Context: an optimization exercise on an open-source flow, tuned for small area, a short achievable clock period and few clock cycles per item. The choices shown serve that exercise and are no tape-out recipe. Function was checked by simulation only, so behaviour that the tests miss may differ from the original. Power is estimated from default activity; no workload was simulated.

==> flow/design.v, too long to show whole: its modules and the start of the top module <==
// module voler_mac: 255 lines
// module vm_booth: 1035 lines
// module vm_csa: 7 lines
// module vm_ha: 4 lines
// module vm_pp: 3 lines
// module vm_fa: 4 lines
// module vm_add58: 480 lines
// module vm_pgi: 4 lines
// module vm_pgn: 4 lines
// module vm_gi: 3 lines
// module vm_gn: 3 lines
module voler_mac (
    input  wire        clk,
    input  wire        rst,
    input  wire        in_valid,
    output wire        in_ready,
    input  wire [31:0] in_instr,
    input  wire [23:0] in_x0,
    input  wire [23:0] in_y0,
    input  wire [23:0] in_x1,
    input  wire [23:0] in_y1,
    output reg         out_valid,
    output reg  [23:0] out_data
);
  // ...
==> flow/flow/run.sh <==
#!/bin/bash
# The standard layout (standard.sh) with these changes:
#  - flow/post_synth.tcl runs after the standard synthesis netlist is loaded
#    (synthesis buffers removed, Booth select cells at minimum size);
#  - the port buffers are buf_2 cells;
#  - repair_timing is asked for extra setup margin at the design's clock
#    period; the SDC is not changed.
# Make's output goes to flow_make.log here; ORFS keeps each step's full log
# under orfs/logs.
set -euo pipefail
MARGIN=15.2
bash standard.sh SETUP_SLACK_MARGIN=$MARGIN POST_SYNTH_TCL=$PWD/flow/post_synth.tcl \
  "BUFFER_PORTS_ARGS=-buffer_cell sky130_fd_sc_hd__buf_2" finish > flow_make.log 2>&1
==> flow/flow/post_synth.tcl <==
# Runs inside ORFS's synth_odb step (POST_SYNTH_TCL), after the standard
# synthesis netlist is loaded: drop the buffers that synthesis inserted and
# put every combinational cell at drive strength 1 (synthesis upsizes for an
# unreachable delay target); the resizer rebuffers and upsizes later where
# the layout's timing needs it. Registers are not touched.
remove_buffers
set n 0
foreach inst [get_cells *] {
  set ref [get_property $inst ref_name]
  if { ![regexp {^(sky130_fd_sc_hd__)(\w+)_([0-9]+)$} $ref -> pre base size] } { continue }
  if { $size < 2 } { continue }
  if { [regexp {^(e?dfx|dfr|dfs|dfb|sdf|dl|clk|conb|tap|fill|decap|buf|inv$)} $base] } { continue }
  set lc [get_lib_cells -quiet */${pre}${base}_1]
  if { $lc == "" } { continue }
  if { [get_property $lc area] >= [get_property [get_lib_cells */$ref] area] } { continue }
  replace_cell $inst $lc
  incr n
}
puts "post_synth: downsized $n cells to drive strength 1"
==> flow/standard.sh <==
#!/bin/bash
# synth_recipe.tcl (not shown) runs the flow's synth.tcl, then flattens the netlist and writes it again
# the make line also repeats each setting of config.mk as NAME=value (left out here)
make -C /OpenROAD-flow-scripts/flow DESIGN_CONFIG=/design/flow/config.mk WORK_HOME=/design/flow/orfs CLKGATE_MAP_FILE= SYNTH_SCRIPT=/design/flow/synth_recipe.tcl "${@:-finish}"
==> flow/config.mk <==
export PLATFORM = sky130hd
export DESIGN_NAME = voler_mac
export DESIGN_NICKNAME = voler_mac
export VERILOG_FILES = /design/flow/design.v
export SDC_FILE = /design/flow/constraint.sdc
export NUM_CORES = 4
export LEC_CHECK = 0
export CAP_MARGIN = 20
export CORE_MARGIN = 2
export CORE_UTILIZATION = 45
export CTS_CLUSTER_DIAMETER = 100
export CTS_CLUSTER_SIZE = 20
export SLEW_MARGIN = 20
export SYNTH_HIERARCHICAL = 1
export TNS_END_PERCENT = 10
==> flow/constraint.sdc <==
create_clock -name core_clock -period 20.0 [get_ports {clk}]
set_input_delay 4.0000 -clock core_clock [delete_from_list [all_inputs] [get_ports {clk}]]
set_output_delay 4.0000 -clock core_clock [all_outputs]
set_load 0.01 [all_outputs]
==> impl_metrics.tcl, run 1 <==
set metrics [dict create \
    largest_class "multi-input combinational cells" \
    cts_root_buf "clkbuf_16" \
    finalHoldViolCount 0 \
    ant_nets 0 \
    final_cells 9172 \
    dp_worst_setup_slack_ns 12.54 \
    gr-usage-met3_pct 12.0 \
    period_minus_slack_ns 5.17 \
    slew_headroom_pct 4.50 \
    multi_input_area_share_pct 66.8 \
    worst_slew_pin_slew_ns 1.39 \
    inv_count 171 \
    critPathRequiredTime_ns 20.55 \
    max_stage_delay_ns 0.57 \
    routed.top_layer "met5" \
    worstSetupPathType "flip-flop to flip-flop" \
    place_inst 8860 \
    grt_max_degree 91 \
    hpwlAfterDp_um 236000 \
    p_comb_mw 13.6 \
    crit_end "accr1[49]$_DFFE_PP_" \
    die_h_um 384 \
    internal_power_mw 7.44 \
    wl_met2_um 149000 \
    worstSetupPathDepth 17 \
    antenna_found_initial 13 \
    cp_max_fo 42 \
    hold_depth 0 \
    grtUsageMet2_pct 68.2 \
    status "complete, no violations" \
    critPathSlowestCell "fa_1" \
    worst_slack_ns 14.83 \
    cts_setup_buffers 85 \
    viasPerCell 7.00 \
]
Testbench counts, summed over its fixed seeds: cycles 160,024, items 160,000.
==> run 2: changes to the inputs <==
--- a/flow/config.mk
+++ b/flow/config.mk
@@ -8,5 +8,5 @@
 export CAP_MARGIN = 20
 export CORE_MARGIN = 2
-export CORE_UTILIZATION = 45
+export CORE_UTILIZATION = 50
 export CTS_CLUSTER_DIAMETER = 100
 export CTS_CLUSTER_SIZE = 20
==> run 2 against run 1 <==
  * Largest cell class unchanged
  * Clock skew fell by 0.015 ns
  * Non-clock buffer count rose by 73
  * Setup slack got worse by 0.16 ns
  * Critical path depth rose by 1
==> impl_metrics.tcl, run 2 <==
set metrics [dict create \
    status "complete, no violations" \
    layout_commonest_cell "xnor2_1" \
    clk_latency_ns 0.72 \
    holdPathEnd "e_pos[2]$_DFF_P_" \
    slew_headroom_pct 10.0 \
    worst_slew_pin_slew_ns 1.35 \
    synth_area_mm2 0.0648 \
    worstHoldStart "f0[15]$_DFF_P_" \
    hold_depth 0 \
    clkPwrFrac_pct 5.6 \
    pwr-share-seq_pct 12.0 \
    drt_iter0_markers 10300 \
    die_h_um 364 \
    fin_crit_sh_pct 26.7 \
    rsz0062_at_grt "true" \
    antenna_found_initial 16 \
    ir_worst_vdd_uv 239 \
    slew_viol_final 0 \
    yosysWarnings 7 \
    max_cap_viol_count 0 \
    rows 132 \
    finalHoldViolCount 0 \
    skew_ns 0.0669 \
    htreeDepth 2 \
    power_leakage_nw 29.7 \
    gp_congestion 1.10 \
    grt-ovfl-total 0 \
    tritoncts "built" \
    setup_viol 0 \
    cts_made_buffers 43 \
    crit_path_start_kind "flip-flop" \
    r2r_end "accr0[41]$_DFFE_PP_" \
    cp-end-kind "flip-flop" \
    power-per-cell-area_mw_per_mm2 205 \
    cp_max_fo 35 \
    cts_root_buf "clkbuf_16" \
    mostFrequentLayoutCells "xnor2_1 (700), fa_1 (634), a22oi_1 (633), nand2_1 (458), dfxtp_1 (357)" \
    port_buffers 151 \
    fmax_mhz 187 \
    critPathRequiredTime_ns 20.58 \
    switching_power_mw 9.22 \
    finalNetCount 8301 \
    final_util_pct 63.7 \
    path_clk_slew_ns 0.09 \
    worstSetupPathType "flip-flop to flip-flop" \
    start_util_pct 50.2 \
    drc 0 \
    syn_to_final_growth_pct 26.9 \
    tns_ns 0 \
    combinationalPowerShare_pct 82.3 \
    io_pins 157 \
    hold_class "flip-flop to flip-flop" \
    ant_nets 0 \
    netlist_instances 6532 \
    p_sw_share_pct 54.7 \
    hold_buffers 0 \
    clock-sinks 662 \
    grt_pass1_wl_um 465000 \
    drive_above_1_share_pct 26.1 \
    drtPass1Iterations 11 \
    grtUsageTotal_pct 49.3 \
    clockBufferDepth 3 \
    hpwlAfterDp_um 232000 \
    post_drt_wl_per_cell_um 38.1 \
    die_width_um 364 \
    viasPerCell 7.22 \
    r2r_cells 18 \
    first_global_vias 62900 \
    grt_max_degree 97 \
    core_area_mm2 0.129 \
    period_minus_slack_ns 5.34 \
    internal_power_mw 7.64 \
    avgSynthCellArea_um2 9.92 \
    rrSetupSlack_ns 14.66 \
    dieArea_mm2 0.133 \
    vias 65500 \
    wl_um 346000 \
    worstPathArrival_ns 5.91 \
    rr_startpoint "a1[0]$_SDFF_PP0_" \
]
-- run 2: changes by cell type in the layout (fill, tap and decap cells not counted), sizes merged --
cell / change
and2: -4
clkinv: -1
clkinvlp: +4
diode: -2
clkbuf: -6
buf: +77
bufbuf: +1
inv: -2
-- run 2: worst max-delay path: stages (launching register included) --
cell and delay, ns:
dfxtp_4 0.48, buf_8 0.28, and3b_2 0.34, a22o_4 0.26, nor3_4 0.62, clkinvlp_4 0.18, buf_4 0.20, fa_1 0.50
ha_4 0.33, nand2_2 0.11, nor2_4 0.16, nand2_4 0.10, o21ai_4 0.22, buf_4 0.14, a21oi_1 0.05, o21ai_1 0.13
xor2_1 0.42, o32a_1 0.48, a22o_1 0.19
-- run 2: worst max path at each step --
| stage | start | end | slack, ns | cells past startpoint |
|---|---|---|---|---|
| CTS | one1_0[0]$_DFF_P_ | pas_1[23]$_DFF_P_ | 14.71 | 10 |
| finish | a1[0]$_SDFF_PP0_ | accr0[41]$_DFFE_PP_ | 14.66 | 18 |
| detailed placement | e_clr$_DFF_P_ | kp[1]$_SDFF_PP0_ | 12.86 | 18 |
| global route | a1[0]$_SDFF_PP0_ | accr2[48]$_DFFE_PP_ | 14.80 | 17 |
| floorplan | in_instr[27] | sgn0_0[0]$_DFF_P_ | 14.60 | 5 |
| global placement | e_clr$_DFF_P_ | kp[3]$_SDFF_PP0_ | 12.90 | 18 |
-- run 2: timing repair --
item                                    4_1_cts  5_1_grt
pin swaps                                   222      233
buffers inserted                            139      104
endpoints found under the setup margin      364      308
gates cloned                                 17       37
gates resized for setup                     879      732
-- run 2: cell type report --
cell class | instances | area, µm²
timing repair buffer | 675 | 7490
clock inverter | 13 | 158
tap | 1742 | 2180
clock buffer | 58 | 1170
sequential | 662 | 15700
fill | 10600 | 46900
multi-input combinational | 5749 | 54800
antenna | 8 | 20.0
inverter | 171 | 673
-- run 2: power by group through the flow --
stage	sequential [mW]	clock (mW)	combinational, mW
after detailed placement	2.04	0	11.9
final	2.03	0.951	13.9
after global placement	2.04	0	11.6
after global routing	2.03	0.996	14.6
after CTS	2.01	0.950	12.8
after floorplan	2.02	0	6.94
-- run 2: per-layer routing --
metal,GRT usage [%],up-vias,wire length [µm]
met2,73.4,5684,144000
met5,0.545,-,186
met3,16.7,1895,48100
met4,39.4,16,39100
li1,-,26000,-
met1,58.2,31900,115000
-- run 2: metrics by stage --
step	instance area, µm²	power (mW)	std cells	setup slack (ns)	hold WS (ns)
after floorplan	65200	8.96	6582	14.60	0.310
final	82200	16.9	9078	14.66	0.334
after global placement	69900	13.7	8698	12.90	0.310
after detailed placement	69900	13.9	8700	12.86	0.313
after CTS	77400	15.7	8927	14.71	0.333
after global routing	82200	17.6	9072	14.80	0.336

==> separate check: timing with driven ports <==
Ports are ideal in the flow. The routed layouts listed here were re-timed in OpenROAD.
Step 1 sets driving cells, clkbuf_16 on the clock port and buf_2 on the other inputs (assumed; they add their load-dependent delay and slew).
Step 2 also shifts input and output timing later by t, the mid clock arrival at the registers, as if the neighbouring blocks saw the same clock.
a / b / c = no drivers / after step 1 / after step 2; a / b = the first two.
run	t (ns)	setup slack, ns	worst hold slack (ns)	worst setup path at the end
run 1	0.772	14.828 / 14.739 / 14.254	0.347 / 0.347 / 0.347	input to register
run 2	0.766	14.665 / 14.665 / 14.225	0.334 / 0.334 / 0.334	input to register
After both steps every run listed still meets setup and hold. For run 1, which loses most, drivers alone change the setup slack by -0.089 ns; drivers and shift together by -0.574 ns.
